From an optimization exercise on the open Yosys and OpenROAD flow, aimed at small area, a short achievable clock period and few clock cycles; shortcuts taken in it are not production practice.
Function was checked by simulation only, so behaviour that the tests miss may differ from the original.

--- flow/flow/run.sh ---
#!/bin/bash
# Layout flow: the standard flow with three changes to how the layout is
# made (the design, constraints and checks are unchanged):
#  - synthesis is the standard flow's own synthesis script, except that ABC maps the
#    logic with flow/abc.script (area-oriented mapping, no buffering or
#    sizing: the placer's repair does that with real wire loads). Registers
#    are mapped before ABC runs, so they are the standard synthesis's.
#  - repair_timing aims for 8.35 ns of setup slack beyond the constraint;
#  - the port buffers are buf_2 cells.
set -e
here=$PWD
{
  echo 'proc abc {args} {'
  echo '  set i [lsearch -exact $args -script]'
  echo "  if {\$i >= 0} { lset args [expr {\$i + 1}] $here/flow/abc.script }"
  echo '  yosys abc {*}$args'
  echo '}'
  cat synth_recipe.tcl
} > my_synth.tcl
args=(SYNTH_SCRIPT=$here/my_synth.tcl SETUP_SLACK_MARGIN=8.35
      "BUFFER_PORTS_ARGS=-buffer_cell sky130_fd_sc_hd__buf_2")
bash standard.sh synth "${args[@]}" > synth.log 2>&1
bash standard.sh finish "${args[@]}" > standard.log 2>&1
--- flow/flow/abc.script ---
&get -n
&st
&synch2
&dch
&nf -R 1000
&put
--- flow/standard.sh ---
#!/bin/bash
# synth_recipe.tcl (not shown) runs the flow's synth.tcl, then flattens the netlist and writes it again
# the make line also repeats each setting of config.mk as NAME=value (left out here)
make -C /OpenROAD-flow-scripts/flow DESIGN_CONFIG=/design/flow/config.mk WORK_HOME=/design/flow/orfs CLKGATE_MAP_FILE= SYNTH_SCRIPT=/design/flow/synth_recipe.tcl "${@:-finish}"
--- flow/config.mk ---
export PLATFORM = sky130hd
export DESIGN_NAME = aes_core
export DESIGN_NICKNAME = aes_core
export VERILOG_FILES = /design/flow/design.v
export SDC_FILE = /design/flow/constraint.sdc
export NUM_CORES = 8
export LEC_CHECK = 0
export CAP_MARGIN = 30
export CORE_MARGIN = 2
export CORE_UTILIZATION = 55
export CTS_CLUSTER_DIAMETER = 100
export CTS_CLUSTER_SIZE = 20
export SLEW_MARGIN = 30
export TNS_END_PERCENT = 10
--- flow/constraint.sdc ---
create_clock -name core_clock -period 11.5 [get_ports {clk}]
set_input_delay 2.3000 -clock core_clock [delete_from_list [all_inputs] [get_ports {clk}]]
set_output_delay 2.3000 -clock core_clock [all_outputs]
set_load 0.01 [all_outputs]
--- flow/design.v ---
module sbox_a (
    input  wire [7:0]  x,
    output wire [11:0] y      
);
    wire [7:0] e;
    assign e[0] = x[0] ^ x[2] ^ x[5] ^ x[7];
    assign e[1] = x[2] ^ x[5] ^ x[6] ^ x[7];
    assign e[2] = x[2];
    assign e[3] = x[3] ^ x[4];
    assign e[4] = x[1] ^ x[5] ^ x[7];
    assign e[5] = x[2] ^ x[3];
    assign e[6] = x[1] ^ x[4] ^ x[6] ^ x[7];
    assign e[7] = x[5] ^ x[7];
    wire [3:0] h = e[7:4], l = e[3:0];
    wire [6:0] q;
    assign q[0] = (h[0] & l[0]);
    assign q[1] = (h[0] & l[1]) ^ (h[1] & l[0]);
    assign q[2] = (h[0] & l[2]) ^ (h[1] & l[1]) ^ (h[2] & l[0]);
    assign q[3] = (h[0] & l[3]) ^ (h[1] & l[2]) ^ (h[2] & l[1]) ^ (h[3] & l[0]);
    assign q[4] = (h[1] & l[3]) ^ (h[2] & l[2]) ^ (h[3] & l[1]);
    assign q[5] = (h[2] & l[3]) ^ (h[3] & l[2]);
    assign q[6] = (h[3] & l[3]);
    wire [3:0] p = {q[3] ^ q[6], q[2] ^ q[5] ^ q[6], q[1] ^ q[4] ^ q[5], q[0] ^ q[4]};
    wire [3:0] d;
    assign d[0] = p[0] ^ h[2] ^ h[3] ^ l[0] ^ l[2];
    assign d[1] = p[1] ^ h[0] ^ h[1] ^ l[2];
    assign d[2] = p[2] ^ h[1] ^ h[2] ^ l[1] ^ l[3];
    assign d[3] = p[3] ^ h[0] ^ h[1] ^ h[2] ^ l[3];
    assign y = {h, h ^ l, d};
endmodule
module sbox_i (
    input  wire [11:0] x,     
    output wire [11:0] y      
);
    wire [3:0] d = x[3:0];
    wire [3:0] di;
    assign di[0] = (d[0]) ^ (d[1]) ^ (d[2]) ^ (d[0] & d[2]) ^ (d[1] & d[2]) ^ (d[0] & d[1] & d[2]) ^ (d[3]) ^ (d[1] & d[2] & d[3]);
    assign di[1] = (d[0] & d[1]) ^ (d[0] & d[2]) ^ (d[1] & d[2]) ^ (d[3]) ^ (d[1] & d[3]) ^ (d[0] & d[1] & d[3]);
    assign di[2] = (d[0] & d[1]) ^ (d[2]) ^ (d[0] & d[2]) ^ (d[3]) ^ (d[0] & d[3]) ^ (d[0] & d[2] & d[3]);
    assign di[3] = (d[1]) ^ (d[2]) ^ (d[3]) ^ (d[0] & d[3]) ^ (d[1] & d[3]) ^ (d[2] & d[3]) ^ (d[1] & d[2] & d[3]);
    assign y = {x[11:4], di};
endmodule
module sbox_m (
    input  wire [11:0] x,     
    output wire [7:0]  y      
);
    wire [3:0] h = x[11:8], hl = x[7:4], di = x[3:0];
    function automatic [3:0] gmul(input [3:0] a, input [3:0] b);
        reg [6:0] q;
        integer i;
        begin
            q = 7'd0;
            for (i = 0; i < 4; i = i + 1)
                if (b[i]) q = q ^ ({3'd0, a} << i);
            gmul = {q[3] ^ q[6], q[2] ^ q[5] ^ q[6], q[1] ^ q[4] ^ q[5], q[0] ^ q[4]};
        end
    endfunction
    assign y = {gmul(h, di), gmul(hl, di)};
endmodule
module sbox_c (
    input  wire [7:0] x,      
    output wire [7:0] y       
);
    assign y[0] = ~(x[0] ^ x[1] ^ x[2] ^ x[3] ^ x[5] ^ x[7]);
    assign y[1] = ~(x[0] ^ x[1] ^ x[4]);
    assign y[2] = (x[0] ^ x[2] ^ x[3] ^ x[5] ^ x[6] ^ x[7]);
    assign y[3] = (x[0] ^ x[1] ^ x[2] ^ x[3] ^ x[6]);
    assign y[4] = (x[0] ^ x[3] ^ x[4]);
    assign y[5] = ~(x[1] ^ x[2] ^ x[5] ^ x[6]);
    assign y[6] = ~(x[4] ^ x[5] ^ x[6]);
    assign y[7] = (x[1] ^ x[2] ^ x[3]);
endmodule
module aes_core (
    input  wire         clk,
    input  wire         rst,
    input  wire         in_valid,
    output reg          in_ready,
    input  wire         in_aes256,
    input  wire [255:0] in_key,
    input  wire [127:0] in_block,
    output reg          out_valid,
    output reg  [127:0] out_block
);
    reg  [5:0]   t;                 
    reg  [1:0]   ph;                
    reg  [3:0]   w;                 
    reg          m256;              
    reg          v1, v2;            
    reg          lda;               
    reg          lds;               
    reg  [15:0]  eq16;              
    reg          eqv;               
    reg          vld4;              
    reg  [127:0] s0;                
    reg  [191:0] s1;                
    reg  [127:0] s2;                
    reg  [127:0] kp, kq;
    reg  [47:0]  ks1;               
    reg  [31:0]  ks2;               
    wire [5:0] t_fin0 = m256 ? 6'd42 : 6'd30;             
    wire [5:0] t_fin1 = t_fin0 + 6'd2;
    wire [5:0] t_fin2 = t_fin0 + 6'd4;
    wire [5:0] t_end  = v2 ? t_fin2 : v1 ? t_fin1 : t_fin0;
    wire       done   = t == t_end;                      
    wire [127:0] x = s0 ^ kp;
    wire [191:0] s1_d;
    genvar g;
    generate
        for (g = 0; g < 16; g = g + 1) begin : g_sa
            sbox_a u_a (.x(x[127-8*g -: 8]), .y(s1_d[191-12*g -: 12]));
        end
    endgenerate
    wire [47:0] ks1_d;
    generate
        for (g = 0; g < 4; g = g + 1) begin : g_ka
            sbox_a u_a (.x(kp[31-8*g -: 8]), .y(ks1_d[47-12*g -: 12]));
        end
    endgenerate
    wire [127:0] s2_d;
    generate
        for (g = 0; g < 16; g = g + 1) begin : g_sb
            wire [11:0] m;
            sbox_i u_i (.x(s1[191-12*g -: 12]), .y(m));
            sbox_m u_m (.x(m), .y(s2_d[127-8*g -: 8]));
        end
    endgenerate
    wire [31:0] kb;
    generate
        for (g = 0; g < 4; g = g + 1) begin : g_kb
            wire [11:0] m;
            sbox_i u_i (.x(ks1[47-12*g -: 12]), .y(m));
            sbox_m u_m (.x(m), .y(kb[31-8*g -: 8]));
        end
    endgenerate
    wire        rot   = ~m256 | w[0];
    wire [31:0] ks2_d = rot ? {kb[23:0], kb[31:24]} : kb;
    wire [127:0] sb;
    generate
        for (g = 0; g < 16; g = g + 1) begin : g_sc
            sbox_c u_c (.x(s2[127-8*g -: 8]), .y(sb[127-8*g -: 8]));
        end
    endgenerate
    wire [127:0] shifted;
    generate
        for (g = 0; g < 16; g = g + 1) begin : g_shift
            localparam integer R = g % 4;
            localparam integer C = g / 4;
            localparam integer SRC = R + 4 * ((C + R) % 4);
            assign shifted[127-8*g -: 8] = sb[127-8*SRC -: 8];
        end
    endgenerate
    function automatic [7:0] xtime(input [7:0] v);
        xtime = {v[6:0], 1'b0} ^ (v[7] ? 8'h1B : 8'h00);
    endfunction
    wire [127:0] mixed;
    generate
        for (g = 0; g < 4; g = g + 1) begin : g_mix
            wire [7:0] a0 = shifted[127-32*g -: 8];
            wire [7:0] a1 = shifted[119-32*g -: 8];
            wire [7:0] a2 = shifted[111-32*g -: 8];
            wire [7:0] a3 = shifted[103-32*g -: 8];
            assign mixed[127-32*g -: 8] = xtime(a0) ^ (xtime(a1) ^ a1) ^ a2 ^ a3;
            assign mixed[119-32*g -: 8] = a0 ^ xtime(a1) ^ (xtime(a2) ^ a2) ^ a3;
            assign mixed[111-32*g -: 8] = a0 ^ a1 ^ xtime(a2) ^ (xtime(a3) ^ a3);
            assign mixed[103-32*g -: 8] = (xtime(a0) ^ a0) ^ a1 ^ a2 ^ xtime(a3);
        end
    endgenerate
    wire [31:0] ksub;
    generate
        for (g = 0; g < 4; g = g + 1) begin : g_kc
            sbox_c u_c (.x(ks2[31-8*g -: 8]), .y(ksub[31-8*g -: 8]));
        end
    endgenerate
    reg [7:0] rcon;
    always @(*) begin
        case (m256 ? {1'b0, w[3:1]} : w)
            4'd0: rcon = 8'h01;
            4'd1: rcon = 8'h02;
            4'd2: rcon = 8'h04;
            4'd3: rcon = 8'h08;
            4'd4: rcon = 8'h10;
            4'd5: rcon = 8'h20;
            4'd6: rcon = 8'h40;
            4'd7: rcon = 8'h80;
            4'd8: rcon = 8'h1b;
            4'd9: rcon = 8'h36;
            default: rcon = 8'h00;
        endcase
    end
    wire         use_rcon = ~m256 | w[0];
    wire [31:0]  tw   = ksub ^ {(use_rcon ? rcon : 8'h00), 24'd0};
    wire [127:0] base = kq;                 
    wire [31:0]  e0   = base[127:96] ^ tw;
    wire [31:0]  e1   = base[95:64]  ^ e0;
    wire [31:0]  e2   = base[63:32]  ^ e1;
    wire [31:0]  e3   = base[31:0]   ^ e2;
    wire [127:0] e    = {e0, e1, e2, e3};
    wire take   = in_valid & in_ready & ~rst;
    wire take_a = in_valid & lda & ~rst;          
    wire take_b = take & ~lda;                    
    wire [255:0] kdiff = in_key ^ {kp, kq};
    wire [15:0]  eq16_d;
    generate
        for (g = 0; g < 16; g = g + 1) begin : g_eq
            if (g < 8) begin : g_lo
                assign eq16_d[g] = ~|kdiff[16*g+15 -: 16] | ~m256;
            end else begin : g_hi
                assign eq16_d[g] = ~|kdiff[16*g+15 -: 16];
            end
        end
    endgenerate
    wire [5:0] t_nt   = (t == 6'd0 | done) ? 6'd0 : t + 6'd1;
    wire       lda_nt = (t_nt == 6'd0) | (t_nt == t_end);
    wire [5:0] t_n    = take_a ? 6'd1 : t_nt;
    wire       v1_n   = ~take_a & (v1 | (take_b & (t == 6'd3)));
    wire       v2_n   = ~take_a & (v2 | (take_b & (t == 6'd7)));
    wire       lda_n  = ~take_a & lda_nt;
    wire       ldb_n  = in_valid & eqv & (&eq16) & ((t == 6'd2) | (t == 6'd6 & v1));
    always @(posedge clk) begin
        s1  <= s1_d;
        s2  <= s2_d;
        ks1 <= ks1_d;
        ks2 <= ks2_d;
        s0 <= lds ? in_block : mixed;
        lds <= lda_nt | (t == 6'd1) | (t == 6'd3);
        eq16 <= eq16_d;
        out_block <= shifted ^ (ph == 2'd2 ? e : kq);
        if (lda) begin
            m256 <= in_aes256;
            kp   <= in_key[255:128];
            kq   <= in_key[127:0];
            ph   <= 2'd0;
            w    <= 4'd0;
        end else begin
            kq <= (ph == 2'd1 && !m256) ? kq : kp;
            if (ph == 2'd2)
                kp <= (m256 && w == 4'd0) ? kq : e;
            else
                kp <= kq;
            ph <= (ph == 2'd2) ? 2'd0 : ph + 2'd1;
            w  <= (ph == 2'd2) ? w + 4'd1 : w;
        end
        if (rst) begin
            t         <= 6'd0;
            v1        <= 1'b0;
            v2        <= 1'b0;
            out_valid <= 1'b0;
            in_ready  <= 1'b0;
            lda       <= 1'b0;
            eqv       <= 1'b0;
            vld4      <= 1'b0;
        end else begin
            vld4      <= in_valid & (t == 6'd4);
            eqv       <= in_valid & (in_aes256 == m256) & ((t == 6'd1) | (t == 6'd5 & vld4));
            t         <= t_n;
            v1        <= v1_n;
            v2        <= v2_n;
            out_valid <= (t != 6'd0) & ((t == t_fin0) | (v1 & t == t_fin1) | (v2 & t == t_fin2));
            lda       <= lda_n;
            in_ready  <= lda_n | ldb_n;
        end
    end
endmodule
==> results of run 1 <==
==> logic make-up after synthesis <==
group	count (synthesis)
xor+xnor	2816
simple gates	1510
buf+inv	163
fa+ha+maj	170
compound gates	702
mux	172
flops	949
==> worst paths after layout <==
kind / from / end / slack, ps / cells past startpoint
min: ph[0]$_SDFF_PP0_ / ph[0]$_SDFF_PP0_ / 470 / 1
min reg2reg: ph[0]$_SDFF_PP0_ / ph[0]$_SDFF_PP0_ / 470 / 1
max: out_block[62]$_DFF_P_ / out_block[62] / 7940 / 1
max reg2reg: lds$_DFF_P_ / s0[32]$_DFF_P_ / 8110 / 4
==> routing by layer <==
metal | vias up | global-route usage, % | wire length [um]
met4 | 2 | 17.27 | 11200
met2 | 1827 | 56.60 | 91080
met3 | 343 | 4.465 | 13480
met1 | 22200 | 47.88 | 87340
met5 | - | 0 | 8
li1 | 22220 | - | -
==> metrics by stage <==
| stage | std cells | area (um^2) | utilization (%) |
|---|---|---|---|
| floorplan | 6482 | 59710 | - |
| global placement | 8480 | 64680 | 60.25 |
| detailed placement | 8481 | 64880 | 60.43 |
| CTS | 8574 | 66640 | 62.08 |
| global route | 8576 | 66780 | 62.21 |
| finish | 8577 | 66780 | 62.21 |
==> Yosys cell counts (2+ instances only) <==
library cell	n	share of area [%]
xnor2_1	1900	28
nand2_1	1055	6.6
xor2_1	916	13
dfxtp_1	820	28
o21ai_0	338	2.8
nor2_1	264	1.7
a21oi_1	237	2.0
clkinv_1	163	1.0
mux2_1	156	2.9
ha_1	150	3.1
edfxtp_1	129	6.5
nor3_1	49	0.41
a21boi_0	41	0.52
nor2b_1	36	0.38
nand4_1	29	0.30
nand3_1	27	0.23
nor4_1	22	0.23
o22ai_1	21	0.22
fa_1	20	0.67
mux2i_1	16	0.27
o22a_1	16	0.23
a21o_1	12	0.15
nand2b_1	9	0.094
a22o_1	7	0.10
o41ai_1	7	0.10
a2bb2oi_1	6	0.088
o221ai_1	5	0.073
and2_0	4	0.042
and3_1	4	0.042
o211ai_1	3	0.038
o31ai_1	3	0.038
a2111oi_0	2	0.029
and4_1	2	0.029
nor4b_1	2	0.029
or3_1	2	0.021
==> layout make-up <==
cell class                 count  area, um^2  area share (%)
multi-input combinational   5370       39070           58.50
sequential                   949       20340           30.46
timing repair buffer         596        3378           5.059
tap                         1403        1755           2.629
clock buffer                  88        1584           2.372
inverter                     163       613.1          0.9180
clock inverter                 5       35.03         0.05246
antenna                        3       7.507         0.01124
==> sequential cells by signal, summed over array words and instances, names as in the netlist, 2 cells and up <==
register,flops
eq16,16
kp,128
kq,128
ks1,48
ks2,32
out_block,128
ph,2
s0,128
s1,192
s2,128
t,6
w,4
==> repair_timing <==
action	4_1_cts	5_1_grt
gates cloned	0	0
endpoints found under the setup margin	174	275
resized for setup	41	22
==> flow_summary.ini, run 1 <==
[status]
status = complete, no violations

[worst_setup_path]
arrival_ps = 1260
crit_path_cell_trace = buf_6
critical_path_buf_inv_count = 1
end_kind = output pin
startpoint_type = flip-flop
required_ps = 9200
path_class = reg -> out
cp_top_family = flip-flops
path_max_fanout = 1
slowest_stage = dfxtp_4
cp_slowest_stage_delay_ps = 440

[cts]
post_cts_buffers = 0
cts_buffer_depth = 3
cts_sinks = 949
clk_pin_slew_ps = 90
htree_num_levels = 2
cts_buffers = 54
cts_hold_buf = 0
cts_tree = yes
clock-root-buffer = clkbuf_16
clock_latency_ps = 710

[synth]
yosys_warnings = 2
ys_types = 44
synth.area.mux_share_pct = 3.212
ys_seq_area_share_pct = 33.99
yosys.area_share.simple_pct = 10.17
synthAdderAreaFrac_pct = 3.815
synthArstFlopShare_pct = 0
synth_top_family_by_area = XOR/XNOR gates
synth-edff-count = 129
synth_cells = 6482
synthesis.area_um2 = 59680
synth_nets = 7040
avgSynthCellArea_um2 = 9.208
synth_seq_cells = 949
yosys.area_share.xor_xnor_pct = 41.32
synth_flop_cell = dfxtp_1
synth-compound-area-share_pct = 6.465

[cells_and_area]
final_common_cell = xnor2_1
final_cell_mix = 1,872 x xnor2_1, 1,054 x nand2_1, 915 x xor2_1
fin_nets = 7692
area_delta_synth_final_pct = 11.89
nFillCells = 9533
drive_gt1_share_pct = 10.12

[route]
vias_per_cell = 5.432
drtIter0Drc = 3790
dr_total_vias = 46590
routed_wl_mm = 203.1
final_antenna_net_count = 0
drc = 0
dr.pass1.iters = 6
wl_per_cell_um = 23.68

[sta]
hold_ws_ps = 468.1
grt_setup_unrepaired = true
final_max_slew_viol_count = 0
post-route-period-util_pct = 30.94
fin_skew_ps = 29.01
fin_tns_setup_ps = 0
period_needed_ps = 3558
tightest_slew_ps = 1146
clock.fmax_ghz = 0.2811
fin_ws_ps = 7942
setup_viol = 0
hold_violations = 0
worst_slew_margin_rel_pct = 23.08

[placed_design]
dp_hpwl_mm = 165.1
portBuffers = 517
post-place-ws_ps = 7616
gp_congestion = 0.9920

[floorplanning]
core_area_um2 = 107400
die_w_um = 333.4
initial_utilization_pct = 55.60
die_h_um = 333.4
num_rows = 120
io_pins = 518
dieArea_um2 = 111200

[grt]
grt_first_pass_wirelength_mm = 293.5
grt_max_degree = 96
antenna_found_initial = 6
grt_pass1_vias = 44540
grt_overflow = 0
grt_usage_pct = 35.60

[flow_run]
drv_cap = 0

[hold_path]
hold_path_class = reg -> reg
Testbench counts, summed over its fixed seeds: cycles 66,868.
==> inputs of run 2 (changes only) <==
--- a/flow/flow/run.sh
+++ b/flow/flow/run.sh
@@ -5,7 +5,7 @@
 #    logic with flow/abc.script (area-oriented mapping, no buffering or
 #    sizing: the placer's repair does that with real wire loads). Registers
 #    are mapped before ABC runs, so they are the standard synthesis's.
-#  - repair_timing aims for 8.35 ns of setup slack beyond the constraint;
+#  - repair_timing aims for 8.2 ns of setup slack beyond the constraint;
 #  - the port buffers are buf_2 cells.
 set -e
 here=$PWD
@@ -17,7 +17,7 @@
   echo '}'
   cat synth_recipe.tcl
 } > my_synth.tcl
-args=(SYNTH_SCRIPT=$here/my_synth.tcl SETUP_SLACK_MARGIN=8.35
+args=(SYNTH_SCRIPT=$here/my_synth.tcl SETUP_SLACK_MARGIN=8.2
       "BUFFER_PORTS_ARGS=-buffer_cell sky130_fd_sc_hd__buf_2")
 bash standard.sh synth "${args[@]}" > synth.log 2>&1
 bash standard.sh finish "${args[@]}" > standard.log 2>&1
--- a/flow/config.mk
+++ b/flow/config.mk
@@ -11,4 +11,4 @@
 export CTS_CLUSTER_DIAMETER = 100
 export CTS_CLUSTER_SIZE = 20
 export SLEW_MARGIN = 30
-export TNS_END_PERCENT = 10
+export TNS_END_PERCENT = 40
==> flow_summary.ini, run 2 <==
[synth]
synth_cells = 6482
ys_types = 44
ys_seq_area_share_pct = 33.99
synth_nets = 7040
yosys-top-cells-area = xnor2_1 28%, dfxtp_1 28%, xor2_1 13%
avgSynthCellArea_um2 = 9.208
synth-edff-count = 129
synth_top_area_share_pct = 27.88
synth_area_leader_cell = xnor2_1
yosys_warnings = 2
synth_most_common_cell = xnor2_1
synthArstFlopShare_pct = 0
synth_flop_cell = dfxtp_1
synthesis.area_um2 = 59680
synth_common_cells = 1,900 x xnor2_1, 1,055 x nand2_1, 916 x xor2_1
synth_seq_cells = 949

[sta]
post-route-period-util_pct = 31.06
final_max_slew_viol_count = 0
hold_violations = 0
setup_viol = 0
clock.fmax_ghz = 0.2800
grt_setup_unrepaired = true
fin_tns_setup_ps = 0
worst_slew_margin_rel_pct = 28.28
tightest_slew_ps = 1068
fin_ws_ps = 7928
period_needed_ps = 3572
fin_skew_ps = 28.73

[worst_setup_path]
startpoint_type = flip-flop
end_kind = output pin
critical_path_buf_inv_count = 1
slowest_stage = dfxtp_4
arrival_ps = 1270
crit_path_cell_trace = buf_6
cp_slowest_stage_delay_ps = 450
required_ps = 9200
path_class = reg -> out
path_max_fanout = 1
cp_top_family = flip-flops

[cts]
cts_buffers = 53
cts_buffer_depth = 3
htree_num_levels = 2
cts_sinks = 949
clock_latency_ps = 700
clock-root-buffer = clkbuf_16
cts_tree = yes
clk_pin_slew_ps = 90

[route]
dr_total_vias = 46750
dr.pass1.iters = 5
topRoutingLayerUsed = met5
vias_per_cell = 5.451
final_antenna_net_count = 0
wl_met2_mm = 91.21
drc = 0
drtIter0Drc = 4280
routed_wl_mm = 204.6
met1_length_mm = 86.93
wl_per_cell_um = 23.86
met3WireLength_mm = 14.53

[grt]
grt_usage_pct = 35.83
grt_max_degree = 168
grt_pass1_vias = 44710
antenna_found_initial = 9
grt_first_pass_wirelength_mm = 294.7
grt_overflow = 0

[placed_design]
post-place-ws_ps = 7528
gp_congestion = 1.025
dp_hpwl_mm = 166.0
portBuffers = 517

[floorplanning]
dieArea_um2 = 111200
core_area_um2 = 107400
num_rows = 120
die_w_um = 333.4
io_pins = 518
initial_utilization_pct = 55.60
die_h_um = 333.4

[hold_path]
hold_path_class = reg -> reg

[cells_and_area]
fin_nets = 7690
final_common_cell = xnor2_1
nFillCells = 9377
drive_gt1_share_pct = 10.80
top_register = s1
final_cell_mix = 1,867 x xnor2_1, 1,054 x nand2_1, 913 x xor2_1
largest_reg_flops = 192
area_delta_synth_final_pct = 12.47

[flow_run]
drv_cap = 0

[status]
status = complete, no violations
==> run 2: cell families (layout without fill, tap and decap cells) <==
family                   Yosys count  after routing  share of synthesized area [%]
XOR/XNOR                        2816           2816                          41.32
AND/OR/NAND/NOR                 1510           1510                          10.17
flip-flops                       949            949                          33.99
AO/OA/AOI/OAI                    702            702                          6.465
multiplexers                     172            172                          3.212
adder cells (fa/ha/maj)          170            170                          3.815
buffers and inverters            163            847                          1.025
other                              0              8                              0
==> run 2: area by class of cell <==
type / count / area, um^2 / share of cell area, %
multi-input cells: 5370 / 39130 / 58.29
flip-flops and latches: 949 / 20410 / 30.40
repair buffers: 595 / 3696 / 5.506
well taps: 1403 / 1755 / 2.615
clock buffers: 87 / 1464 / 2.181
inverters: 163 / 618.1 / 0.9208
clock inverters: 2 / 35.03 / 0.05219
diodes: 8 / 20.02 / 0.02982
==> run 2: stage by stage <==
| stage | instances | hold WS, ps | utilization [%] | cell area [um^2] |
|---|---|---|---|---|
| 2_1_floorplan | 6482 | 427.3 | - | 59740 |
| 6_report | 8577 | 462.1 | 62.53 | 67130 |
| 4_1_cts | 8568 | 474.7 | 62.19 | 66760 |
| 3_3_place_gp | 8477 | 440.9 | 60.25 | 64680 |
| 3_5_place_dp | 8478 | 459.8 | 60.42 | 64860 |
| 5_1_grt | 8574 | 485.9 | 62.52 | 67120 |
==> run 2: metal layers <==
| layer | GRT usage (%) | vias to the layer above |
|---|---|---|
| met2 | 56.78 | 1850 |
| met4 | 18.62 | 4 |
| met5 | 0 | - |
| met1 | 47.65 | 22320 |
| met3 | 4.872 | 364 |
| li1 | - | 22210 |
==> run 2: worst paths after layout <==
check                           depth (start not counted)          endpoint             startpoint  slack, ps
worst min-delay path                                    1  ph[0]$_SDFF_PP0_       ph[0]$_SDFF_PP0_        460
worst max register to register                         10    s1[86]$_DFF_P_         kp[63]$_DFF_P_       8210
worst max-delay path                                    1     out_block[59]  out_block[59]$_DFF_P_       7930
worst min register to register                          1  ph[0]$_SDFF_PP0_       ph[0]$_SDFF_PP0_        460
==> run 2: timing repair <==
action,4_1_cts,5_1_grt
buffers inserted,1,1
resized for setup,114,67
endpoints found under the hold margin,0,0
hold buffers,0,0
pin swaps,0,1
endpoints found under the setup margin,184,178
==> run 2: worst reg2reg max path, stage by stage (launching register included) <==
cell and delay (ps):
dfxtp_1 640, xor2_1 200, xnor2_1 590, xnor2_1 220, xnor2_1 490, clkinv_1 160, ha_1 240, xor2_1 180
xnor2_1 210, xnor2_1 160, xnor2_1 140
==> inputs of run 3 (changes only) <==
--- a/flow/flow/run.sh
+++ b/flow/flow/run.sh
@@ -5,7 +5,7 @@
 #    logic with flow/abc.script (area-oriented mapping, no buffering or
 #    sizing: the placer's repair does that with real wire loads). Registers
 #    are mapped before ABC runs, so they are the standard synthesis's.
-#  - repair_timing aims for 8.2 ns of setup slack beyond the constraint;
+#  - repair_timing aims for 8.1 ns of setup slack beyond the constraint;
 #  - the port buffers are buf_2 cells.
 set -e
 here=$PWD
@@ -17,7 +17,7 @@
   echo '}'
   cat synth_recipe.tcl
 } > my_synth.tcl
-args=(SYNTH_SCRIPT=$here/my_synth.tcl SETUP_SLACK_MARGIN=8.2
+args=(SYNTH_SCRIPT=$here/my_synth.tcl SETUP_SLACK_MARGIN=8.1
       "BUFFER_PORTS_ARGS=-buffer_cell sky130_fd_sc_hd__buf_2")
 bash standard.sh synth "${args[@]}" > synth.log 2>&1
 bash standard.sh finish "${args[@]}" > standard.log 2>&1
--- a/flow/config.mk
+++ b/flow/config.mk
@@ -11,4 +11,4 @@
 export CTS_CLUSTER_DIAMETER = 100
 export CTS_CLUSTER_SIZE = 20
 export SLEW_MARGIN = 30
-export TNS_END_PERCENT = 40
+export TNS_END_PERCENT = 100
==> flow_summary.ini, run 3 <==
[status]
status = complete, no violations

[hold_path]
hold_end = ph[0]$_SDFF_PP0_
hold_path_depth = 1
hold_path_class = reg -> reg
hold_path.startpoint = ph[0]$_SDFF_PP0_

[route]
vias_per_cell = 5.419
dr.pass1.iters = 5
wl_per_cell_um = 23.69
final_antenna_net_count = 0
routed_wl_mm = 203.4
drc = 0
drtIter0Drc = 4251
dr_total_vias = 46550

[synth]
avgSynthCellArea_um2 = 9.208
synth_common_cells = 1,900 x xnor2_1, 1,055 x nand2_1, 916 x xor2_1
synth_area_leader_cell = xnor2_1
yosys-top-cells-area = xnor2_1 28%, dfxtp_1 28%, xor2_1 13%
synth_flop_cell = dfxtp_1
yosys_warnings = 2
synthArstFlopShare_pct = 0
synth-edff-count = 129
synth_top_area_share_pct = 27.88
synthesis.area_um2 = 59680
synth_cells = 6482
ys_seq_area_share_pct = 33.99
synth_most_common_cell = xnor2_1
ys_types = 44
synth_seq_cells = 949
synth_nets = 7040

[grt]
grt_usage_pct = 35.46
grt_pass1_vias = 44160
grt_first_pass_wirelength_mm = 292.7
grt_max_degree = 157
antenna_found_initial = 12
grt_overflow = 0

[worst_setup_path]
path_max_fanout = 1
r2r_slack_ps = 8060
arrival_ps = 1240
critical_path_buf_inv_count = 1
required_ps = 9200
timing.rr.end = kp[3]$_DFF_P_
path_class = reg -> out
r2r_start = ks2[1]$_DFF_P_
reg2reg_depth = 8
crit_path_cell_trace = buf_6
cp_top_family = flip-flops
cp_slowest_stage_delay_ps = 420
slowest_stage = dfxtp_4
end_kind = output pin
startpoint_type = flip-flop

[cells_and_area]
postLayoutCellArea_um2 = 67460
fin_util_pct = 62.84
final_cells = 8589
final_cell_mix = 1,869 x xnor2_1, 1,054 x nand2_1, 914 x xor2_1
drive_gt1_share_pct = 11.25
top_register = s1
nFillCells = 9467
fin_nets = 7694
largest_reg_flops = 192
final_common_cell = xnor2_1
area_delta_synth_final_pct = 13.03

[placed_design]
gp_congestion = 0.9953
dp_hpwl_mm = 163.7
placed_area_um2 = 64870
portBuffers = 517
placedCellCount = 8481
post-place-ws_ps = 7594

[floorplanning]
dieArea_um2 = 111200
io_pins = 518
die_h_um = 333.4
core_area_um2 = 107400
num_rows = 120
initial_utilization_pct = 55.60
die_w_um = 333.4

[sta]
post-route-period-util_pct = 30.78
worst_slew_margin_rel_pct = 21.59
fin_skew_ps = 26.15
clock.fmax_ghz = 0.2826
final_max_slew_viol_count = 0
hold_violations = 0
fin_ws_ps = 7961
period_needed_ps = 3539
grt_setup_unrepaired = true
tightest_slew_ps = 1168
fin_tns_setup_ps = 0
setup_viol = 0

[cts]
cts_buffer_depth = 3
cts_buffers = 54
clock-root-buffer = clkbuf_16
clk_pin_slew_ps = 90
clock_latency_ps = 700
cts_tree = yes
cts_hold_buf = 0
cts_sinks = 949
post_cts_buffers = 0
htree_num_levels = 2

[flow_run]
drv_cap = 0
-- run 3: kinds of logic after synthesis --
logic type	share of synthesized area, %
xor+xnor	41.32
buf+inv	1.025
flops	33.99
mux	3.212
fa+ha+maj	3.815
simple gates	10.17
compound gates	6.465
-- run 3: area by class of cell --
cell class | instances | area, um^2 | share of cell area, %
clock inverters | 3 | 31.28 | 0.04637
repair buffers | 597 | 3909 | 5.794
well taps | 1403 | 1755 | 2.602
clock buffers | 90 | 1570 | 2.328
inverters | 163 | 613.1 | 0.9088
multi-input cells | 5371 | 39100 | 57.96
flip-flops and latches | 949 | 20450 | 30.32
diodes | 13 | 32.53 | 0.04822
-- run 3: repair_timing --
action | CTS | global route
cloned | 0 | 1
hold endpoints to repair | 0 | 0
endpoints found under the setup margin | 149 | 159
gates resized for setup | 193 | 45
-- run 3: layer usage --
layer	routed length, um	track usage, %	vias to the layer above
met1	88320	47.95	22080
met2	90810	56.27	1855
met3	13290	4.099	384
li1	-	-	22230
met5	28	0	-
met4	10990	17.34	4
-- run 3: how the worst max path moves through the flow --
stage / to / from / slack, ps / depth (start not counted)
5_1_grt: out_block[62] / out_block[62]$_DFF_P_ / 7940 / 1
2_1_floorplan: kq[0]$_DFFE_PP_ / lda$_SDFF_PP0_ / 7710 / 2
3_5_place_dp: eq16[5]$_DFF_P_ / in_key[88] / 7590 / 5
4_1_cts: out_block[62] / out_block[62]$_DFF_P_ / 7920 / 1
3_3_place_gp: eq16[5]$_DFF_P_ / in_key[88] / 7580 / 5
6_report: out_block[60] / out_block[60]$_DFF_P_ / 7960 / 1
-- run 3: through the flow --
| stage | hold WS (ps) |
|---|---|
| global placement | 451.6 |
| floorplan | 427.3 |
| detailed placement | 448.4 |
| global route | 516.7 |
| finish | 464.7 |
| CTS | 463.5 |
==> inputs of run 4 (changes only) <==
--- a/flow/flow/run.sh
+++ b/flow/flow/run.sh
@@ -5,8 +5,9 @@
 #    logic with flow/abc.script (area-oriented mapping, no buffering or
 #    sizing: the placer's repair does that with real wire loads). Registers
 #    are mapped before ABC runs, so they are the standard synthesis's.
-#  - repair_timing aims for 8.1 ns of setup slack beyond the constraint;
-#  - the port buffers are buf_2 cells.
+#  - repair_timing aims for 8.35 ns of setup slack beyond the constraint;
+#  - the port buffers are buf_2 cells;
+#  - clock tree buffers are at most 150 um apart.
 set -e
 here=$PWD
 {
@@ -17,7 +18,8 @@
   echo '}'
   cat synth_recipe.tcl
 } > my_synth.tcl
-args=(SYNTH_SCRIPT=$here/my_synth.tcl SETUP_SLACK_MARGIN=8.1
-      "BUFFER_PORTS_ARGS=-buffer_cell sky130_fd_sc_hd__buf_2")
+args=(SYNTH_SCRIPT=$here/my_synth.tcl SETUP_SLACK_MARGIN=8.35
+      "BUFFER_PORTS_ARGS=-buffer_cell sky130_fd_sc_hd__buf_2"
+      CTS_BUF_DISTANCE=150)
 bash standard.sh synth "${args[@]}" > synth.log 2>&1
 bash standard.sh finish "${args[@]}" > standard.log 2>&1
--- a/flow/config.mk
+++ b/flow/config.mk
@@ -11,4 +11,4 @@
 export CTS_CLUSTER_DIAMETER = 100
 export CTS_CLUSTER_SIZE = 20
 export SLEW_MARGIN = 30
-export TNS_END_PERCENT = 100
+export TNS_END_PERCENT = 10
==> flow_summary.ini, run 4 <==
[status]
status = complete, no violations

[sta]
worst_slew_margin_rel_pct = 23.10
tightest_slew_ps = 1145
grt_setup_unrepaired = true
fin_skew_ps = 21.95
post-route-period-util_pct = 30.59
hold_violations = 0
fin_tns_setup_ps = 0
period_needed_ps = 3518
final_max_slew_viol_count = 0
clock.fmax_ghz = 0.2843
setup_viol = 0

[worst_setup_path]
timing.rr.end = kp[52]$_DFF_P_
path_class = reg -> out
r2r_start = w[0]$_SDFFE_PP0P_
reg2reg_depth = 9
startpoint_type = flip-flop
end_kind = output pin
critical_path_buf_inv_count = 1
path_max_fanout = 1
required_ps = 9200
arrival_ps = 1220
r2r_slack_ps = 8140
crit_path_cell_trace = buf_6
slowest_stage = dfxtp_4
cp_top_family = flip-flops
cp_slowest_stage_delay_ps = 440

[synth]
synth_common_cells = 1,900 x xnor2_1, 1,055 x nand2_1, 916 x xor2_1
yosys-top-cells-area = xnor2_1 28%, dfxtp_1 28%, xor2_1 13%
avgSynthCellArea_um2 = 9.208
synth_seq_cells = 949
ys_types = 44
synth_area_leader_cell = xnor2_1
yosys_warnings = 2
synth_nets = 7040
synth_cells = 6482
synthesis.area_um2 = 59680
synth_flop_cell = dfxtp_1
synth_top_area_share_pct = 27.88
synthArstFlopShare_pct = 0
synth-edff-count = 129
synth_most_common_cell = xnor2_1
ys_seq_area_share_pct = 33.99

[cells_and_area]
fin_nets = 7692
top_register = s1
multi_input_area_um2 = 39070
area_delta_synth_final_pct = 11.90
regArea_um2 = 20340
nFillCells = 9511
final_cell_mix = 1,872 x xnor2_1, 1,054 x nand2_1, 915 x xor2_1
drive_gt1_share_pct = 10.11
largest_reg_flops = 192
final_common_cell = xnor2_1

[placed_design]
portBuffers = 517
gp_congestion = 0.9920
dp_hpwl_mm = 165.1

[floorplanning]
core_area_um2 = 107400
num_rows = 120
dieArea_um2 = 111200
io_pins = 518
die_h_um = 333.4
initial_utilization_pct = 55.60
die_w_um = 333.4

[route]
dr.pass1.iters = 7
dr_total_vias = 46570
drtIter0Drc = 3968
final_antenna_net_count = 0
wl_per_cell_um = 23.62
drc = 0
vias_per_cell = 5.429
routed_wl_mm = 202.6

[grt]
grt_overflow = 0
grt_pass1_vias = 44620
grt_usage_pct = 35.47
grt_first_pass_wirelength_mm = 293.3
antenna_found_initial = 9
grt_max_degree = 96

[cts]
post_cts_buffers = 0
cts_sinks = 949
clk_pin_slew_ps = 90
clock-root-buffer = clkbuf_16
cts_buffer_depth = 3
clock_latency_ps = 660
cts_tree = yes
htree_num_levels = 2
cts_buffers = 54

[hold_path]
hold_path.startpoint = ph[0]$_SDFF_PP0_
hold_path_depth = 1
hold_end = ph[0]$_SDFF_PP0_
hold_path_class = reg -> reg

[flow_run]
drv_cap = 0
[run 4: layer usage]
metal,GRT usage (%),up-vias,wire [um]
met3,4.518,352,13880
met5,0,-,10
met2,56.71,1836,90940
li1,-,22220,-
met4,16.31,2,10920
met1,47.77,22160,86840
[run 4: area by class of cell]
class | instances | share of cell area (%)
sequential | 949 | 30.46
clock buffer | 88 | 2.372
timing repair buffer | 596 | 5.060
multi-input combinational | 5370 | 58.49
inverter | 163 | 0.9180
clock inverter | 5 | 0.05246
antenna | 4 | 0.01499
tap | 1403 | 2.628
[run 4: how the worst max path moves through the flow]
stage | from | endpoint | slack, ps | cells past startpoint
3_3_place_gp | in_key[181] | eq16[11]$_DFF_P_ | 7250 | 5
2_1_floorplan | m256$_DFFE_PP_ | kp[88]$_DFF_P_ | 7270 | 8
6_report | out_block[62]$_DFF_P_ | out_block[62] | 7980 | 1
3_5_place_dp | in_key[84] | eq16[5]$_DFF_P_ | 7620 | 5
5_1_grt | out_block[62]$_DFF_P_ | out_block[62] | 7950 | 1
4_1_cts | out_block[62]$_DFF_P_ | out_block[62] | 7950 | 1
[run 4: timing repair]
item                                    in CTS  in global routing
hold buffers                                 0                  0
endpoints found under the setup margin     178                277
resized for setup                           41                 23
[run 4: cells by family after synthesis]
logic type | share of synthesized area (%)
buf+inv | 1.025
xor+xnor | 41.32
flops | 33.99
mux | 3.212
fa+ha+maj | 3.815
simple gates | 10.17
compound gates | 6.465
[run 4: through the flow]
stage | instance area (um^2) | hold slack (ps) | worst slack [ps] | std cells | utilization [%]
after floorplan | 59710 | 427.3 | 7274 | 6482 | -
after global placement | 64680 | 441.1 | 7247 | 8480 | 60.25
after detailed placement | 64880 | 463.2 | 7616 | 8481 | 60.43
after CTS | 66640 | 477.5 | 7952 | 8574 | 62.08
after global routing | 66780 | 505.7 | 7955 | 8576 | 62.21
final | 66790 | 465.4 | 7982 | 8578 | 62.21
==> inputs of run 5 (changes only) <==
--- a/flow/design.v
+++ b/flow/design.v
@@ -110,10 +110,12 @@
             sbox_a u_a (.x(x[127-8*g -: 8]), .y(s1_d[191-12*g -: 12]));
         end
     endgenerate
+    wire        rot = ~m256 | w[0];
+    wire [31:0] rw  = rot ? {kp[23:0], kp[31:24]} : kp[31:0];
     wire [47:0] ks1_d;
     generate
         for (g = 0; g < 4; g = g + 1) begin : g_ka
-            sbox_a u_a (.x(kp[31-8*g -: 8]), .y(ks1_d[47-12*g -: 12]));
+            sbox_a u_a (.x(rw[31-8*g -: 8]), .y(ks1_d[47-12*g -: 12]));
         end
     endgenerate
     wire [127:0] s2_d;
@@ -124,16 +126,14 @@
             sbox_m u_m (.x(m), .y(s2_d[127-8*g -: 8]));
         end
     endgenerate
-    wire [31:0] kb;
+    wire [31:0] ks2_d;
     generate
         for (g = 0; g < 4; g = g + 1) begin : g_kb
             wire [11:0] m;
             sbox_i u_i (.x(ks1[47-12*g -: 12]), .y(m));
-            sbox_m u_m (.x(m), .y(kb[31-8*g -: 8]));
-        end
-    endgenerate
-    wire        rot   = ~m256 | w[0];
-    wire [31:0] ks2_d = rot ? {kb[23:0], kb[31:24]} : kb;
+            sbox_m u_m (.x(m), .y(ks2_d[31-8*g -: 8]));
+        end
+    endgenerate
     wire [127:0] sb;
     generate
         for (g = 0; g < 16; g = g + 1) begin : g_sc
@@ -189,7 +189,7 @@
     end
     wire         use_rcon = ~m256 | w[0];
     wire [31:0]  tw   = ksub ^ {(use_rcon ? rcon : 8'h00), 24'd0};
-    wire [127:0] base = kq;                 
+    wire [127:0] base = m256 ? kq : kp;     
     wire [31:0]  e0   = base[127:96] ^ tw;
     wire [31:0]  e1   = base[95:64]  ^ e0;
     wire [31:0]  e2   = base[63:32]  ^ e1;
@@ -198,31 +198,28 @@
     wire take   = in_valid & in_ready & ~rst;
     wire take_a = in_valid & lda & ~rst;          
     wire take_b = take & ~lda;                    
-    wire [255:0] kdiff = in_key ^ {kp, kq};
+    wire [255:0] kdiff = in_key ^ {kp, m256 ? kq : in_key[127:0]};
     wire [15:0]  eq16_d;
     generate
         for (g = 0; g < 16; g = g + 1) begin : g_eq
-            if (g < 8) begin : g_lo
-                assign eq16_d[g] = ~|kdiff[16*g+15 -: 16] | ~m256;
-            end else begin : g_hi
-                assign eq16_d[g] = ~|kdiff[16*g+15 -: 16];
-            end
-        end
-    endgenerate
-    wire [5:0] t_nt   = (t == 6'd0 | done) ? 6'd0 : t + 6'd1;
-    wire       lda_nt = (t_nt == 6'd0) | (t_nt == t_end);
-    wire [5:0] t_n    = take_a ? 6'd1 : t_nt;
-    wire       v1_n   = ~take_a & (v1 | (take_b & (t == 6'd3)));
-    wire       v2_n   = ~take_a & (v2 | (take_b & (t == 6'd7)));
-    wire       lda_n  = ~take_a & lda_nt;
-    wire       ldb_n  = in_valid & eqv & (&eq16) & ((t == 6'd2) | (t == 6'd6 & v1));
+            assign eq16_d[g] = ~|kdiff[16*g+15 -: 16];
+        end
+    endgenerate
+    wire [5:0] t_n  = take_a ? 6'd1 : (t == 6'd0 | done) ? 6'd0 : t + 6'd1;
+    wire       v1_n = ~take_a & (v1 | (take_b & (t == 6'd3)));
+    wire       v2_n = ~take_a & (v2 | (take_b & (t == 6'd7)));
+    wire       m256_n = take_a ? in_aes256 : m256;
+    wire [5:0] fin0_n = m256_n ? 6'd42 : 6'd30;
+    wire [5:0] end_n  = v2_n ? fin0_n + 6'd4 : v1_n ? fin0_n + 6'd2 : fin0_n;
+    wire       lda_n  = (t_n == 6'd0) | (t_n == end_n);
+    wire       ldb_n  = in_valid & eqv & (&eq16) & ((t_n == 6'd3) | (t_n == 6'd7 & v1_n));
     always @(posedge clk) begin
         s1  <= s1_d;
         s2  <= s2_d;
         ks1 <= ks1_d;
         ks2 <= ks2_d;
         s0 <= lds ? in_block : mixed;
-        lds <= lda_nt | (t == 6'd1) | (t == 6'd3);
+        lds <= lda_n | (t_n == 6'd2) | (t_n == 6'd4);
         eq16 <= eq16_d;
         out_block <= shifted ^ (ph == 2'd2 ? e : kq);
         if (lda) begin
@@ -232,7 +229,7 @@
             ph   <= 2'd0;
             w    <= 4'd0;
         end else begin
-            kq <= (ph == 2'd1 && !m256) ? kq : kp;
+            kq <= kp;
             if (ph == 2'd2)
                 kp <= (m256 && w == 4'd0) ? kq : e;
             else
==> flow/flow/run.sh (replaced) <==
#!/bin/bash
# Layout flow: the standard flow with three changes to how the layout is
# made (the design, constraints and checks are unchanged):
#  - synthesis is the standard flow's own synthesis script, except that ABC maps the
#    logic with flow/abc.script (area-oriented mapping, no buffering or
#    sizing: the placer's repair does that with real wire loads). Registers
#    are mapped before ABC runs, so they are the standard synthesis's.
#  - repair_timing aims for 8.2 ns of setup slack beyond the constraint;
#  - the port buffers are buf_2 cells.
set -e
here=$PWD
{
  echo 'proc abc {args} {'
  echo '  set i [lsearch -exact $args -script]'
  echo "  if {\$i >= 0} { lset args [expr {\$i + 1}] $here/flow/abc.script }"
  echo '  yosys abc {*}$args'
  echo '}'
  cat synth_recipe.tcl
} > my_synth.tcl
args=(SYNTH_SCRIPT=$here/my_synth.tcl SETUP_SLACK_MARGIN=8.2
      "BUFFER_PORTS_ARGS=-buffer_cell sky130_fd_sc_hd__buf_2")
bash standard.sh synth "${args[@]}" > synth.log 2>&1
bash standard.sh finish "${args[@]}" > standard.log 2>&1
==> flow/flow/abc.script (replaced) <==
&get -n
&st
&dch
&nf -R 1000
&put
--- a/flow/config.mk
+++ b/flow/config.mk
@@ -7,8 +7,6 @@
 export LEC_CHECK = 0
 export CAP_MARGIN = 30
 export CORE_MARGIN = 2
-export CORE_UTILIZATION = 55
-export CTS_CLUSTER_DIAMETER = 100
-export CTS_CLUSTER_SIZE = 20
+export CORE_UTILIZATION = 50
 export SLEW_MARGIN = 30
 export TNS_END_PERCENT = 10
==> flow_summary.ini, run 5 <==
[placed_design]
dp_hpwl_mm = 170.1
portBuffers = 517
placed_area_um2 = 66490
placedCellCount = 9033
gp_congestion = 1.002

[synth]
synth_most_common_cell = xnor2_1
ys_seq_area_share_pct = 31.08
ys_types = 46
synth_seq_cells = 949
synth_flop_cell = dfxtp_1
yosys_warnings = 2
avgSynthCellArea_um2 = 8.944
synth_area_leader_cell = dfxtp_1
synthArstFlopShare_pct = 0
synth_common_cells = 2,055 x xnor2_1, 1,224 x nand2_1, 948 x dfxtp_1
yosys-top-cells-area = dfxtp_1 31%, xnor2_1 29%, xor2_1 11%
synth_cells = 6839
synth_nets = 7398
synthesis.area_um2 = 61170
synth-edff-count = 1
synth_top_area_share_pct = 31.03

[worst_setup_path]
path_class = reg -> out
end_kind = output pin
cp_top_family = flip-flops
crit_path_cell_trace = buf_2
critical_path_buf_inv_count = 1
path_max_fanout = 1
slowest_stage = dfxtp_1
startpoint_type = flip-flop
arrival_ps = 1290
cp_slowest_stage_delay_ps = 410
required_ps = 9200

[cts]
cts_tree = yes
htree_num_levels = 3
cts_hold_buf = 0
cts_buffer_depth = 3
cts_sinks = 949
clock-root-buffer = clkbuf_16
clock_latency_ps = 730
clk_pin_slew_ps = 60
cts_buffers = 106

[cells_and_area]
multi_input_area_um2 = 42620
fin_nets = 8111
final_cells = 9290
largest_reg_flops = 192
top_register = s1
drive_gt1_share_pct = 12.86
final_common_cell = xnor2_1
postLayoutCellArea_um2 = 72140
area_delta_synth_final_pct = 17.95
final_cell_mix = 1,981 x xnor2_1, 1,221 x nand2_1, 914 x dfxtp_1
nFillCells = 10830
regArea_um2 = 19090

[grt]
grt_pass1_vias = 47610
grt_max_degree = 213
grt_first_pass_wirelength_mm = 308.5
grt_overflow = 0
antenna_found_initial = 45
grt_usage_pct = 32.95

[sta]
post-route-period-util_pct = 31.20
fin_tns_setup_ps = 0
final_max_slew_viol_count = 0
setup_viol = 0
period_needed_ps = 3588
hold_violations = 0
tightest_slew_ps = 1121
fin_skew_ps = 31.99
worst_slew_margin_rel_pct = 24.74
clock.fmax_ghz = 0.2787
grt_setup_unrepaired = true

[flow_run]
drv_cap = 0

[route]
wl_per_cell_um = 22.95
routed_wl_mm = 213.2
drtIter0Drc = 4012
dr_total_vias = 49290
final_antenna_net_count = 0
drc = 0
vias_per_cell = 5.305
dr.pass1.iters = 6

[floorplanning]
io_pins = 518
die_w_um = 353.8
core_area_um2 = 121600
dieArea_um2 = 125200
num_rows = 128
initial_utilization_pct = 50.32
die_h_um = 353.8

[hold_path]
hold_path_class = reg -> reg

[status]
status = complete, no violations
run 5: cell count changes after synthesis, sizes merged, moves of 62 or more:
| cell | delta |
|---|---|
| dfxtp | +128 |
| clkinv | +68 |
| nand2 | +169 |
| a21oi | -149 |
| xor2 | -155 |
| edfxtp | -128 |
| xnor2 | +155 |
| mux2i | +305 |
| mux2 | -62 |
run 5: worst paths after layout:
kind,depth (start not counted),endpoint,slack [ps],from
worst max-delay path,1,out_block[13],7910,out_block[13]$_DFF_P_
worst min-delay path,1,ph[0]$_SDFF_PP0_,430,ph[0]$_SDFF_PP0_
worst max register to register,10,out_block[12]$_DFF_P_,7940,m256$_DFFE_PP_
worst min register to register,1,ph[0]$_SDFF_PP0_,430,ph[0]$_SDFF_PP0_
run 5: metal layers:
metal	GRT usage, %	vias to the layer above	wire, um
met5	0	-	228
met2	51.42	1884	93670
li1	-	23520	-
met1	43.44	23350	90490
met3	5.443	494	15840
met4	18.00	36	13010
run 5: cell families (layout without fill, tap and decap cells):
logic type	after synthesis	count (layout)	synth area share (%)
XOR/XNOR	2820	2820	40.47
AND/OR/NAND/NOR	1649	1650	10.89
flip-flops	949	949	31.08
AO/OA/AOI/OAI	604	604	5.425
multiplexers	415	415	6.983
buffers and inverters	231	1036	1.418
adder cells (fa/ha/maj)	171	171	3.743
other	0	20	0
run 5: stage by stage:
| stage | hold slack (ps) | util, % | setup slack (ps) |
|---|---|---|---|
| global placement | 409.0 | 54.57 | 6572 |
| floorplan | 399.0 | - | 2542 |
| global route | 440.5 | 59.33 | 7920 |
| CTS | 433.2 | 58.76 | 7875 |
| finish | 432.0 | 59.35 | 7912 |
| detailed placement | 410.1 | 54.69 | 6578 |
run 5: final cells by class:
class                      count  area share (%)
antenna                       20         0.06937
clock buffer                 143           4.194
clock inverter                58           1.209
inverter                     231           1.211
multi-input combinational   5660           59.08
sequential                   949           26.46
tap                         1625           2.818
timing repair buffer         604           4.969
run 5: what timing repair did:
| item | 4_1_cts | 5_1_grt |
|---|---|---|
| endpoints found under the setup margin | 418 | 295 |
| cloned | 4 | 1 |
| pin swaps | 18 | 18 |
| buffers inserted | 19 | 12 |
| gates resized for setup | 137 | 101 |
Testbench counts of run 5, summed over its fixed seeds: cycles 66,868.

-- re-timing with driven ports --
Ports are ideal in the flow. The routed layouts listed here were re-timed in OpenROAD.
Step 1 assumes that a clkbuf_16 drives the clock port and a buf_2 every other input.
Step 2, shift: input delay + t, output delay - t, t = (earliest + latest rising clock arrival at the registers) / 2. This alone moves slack from input paths to output paths.
a / b / c = ideal / step 1 / step 2; a / b = the first two.
run | t, ns | slack for setup (ns) | worst hold slack (ns) | pins driven straight from the clock port
run 1 | 0.768 | 7.942 / 7.869 / 7.527 | 0.468 / 0.468 / 0.468 | 1
run 2 | 0.766 | 7.928 / 7.851 / 7.379 | 0.462 / 0.462 / 0.462 | 1
run 3 | 0.768 | 7.961 / 7.883 / 7.566 | 0.465 / 0.465 / 0.465 | 1
run 4 | 0.724 | 7.982 / 7.909 / 7.580 | 0.465 / 0.465 / 0.465 | 1
run 5 | 0.795 | 7.912 / 7.830 / 7.223 | 0.432 / 0.432 / 0.432 | 1
After both steps setup and hold are still met in every run listed. For run 5, which loses most, drivers alone change the setup slack by -0.082 ns; drivers and shift together by -0.689 ns.
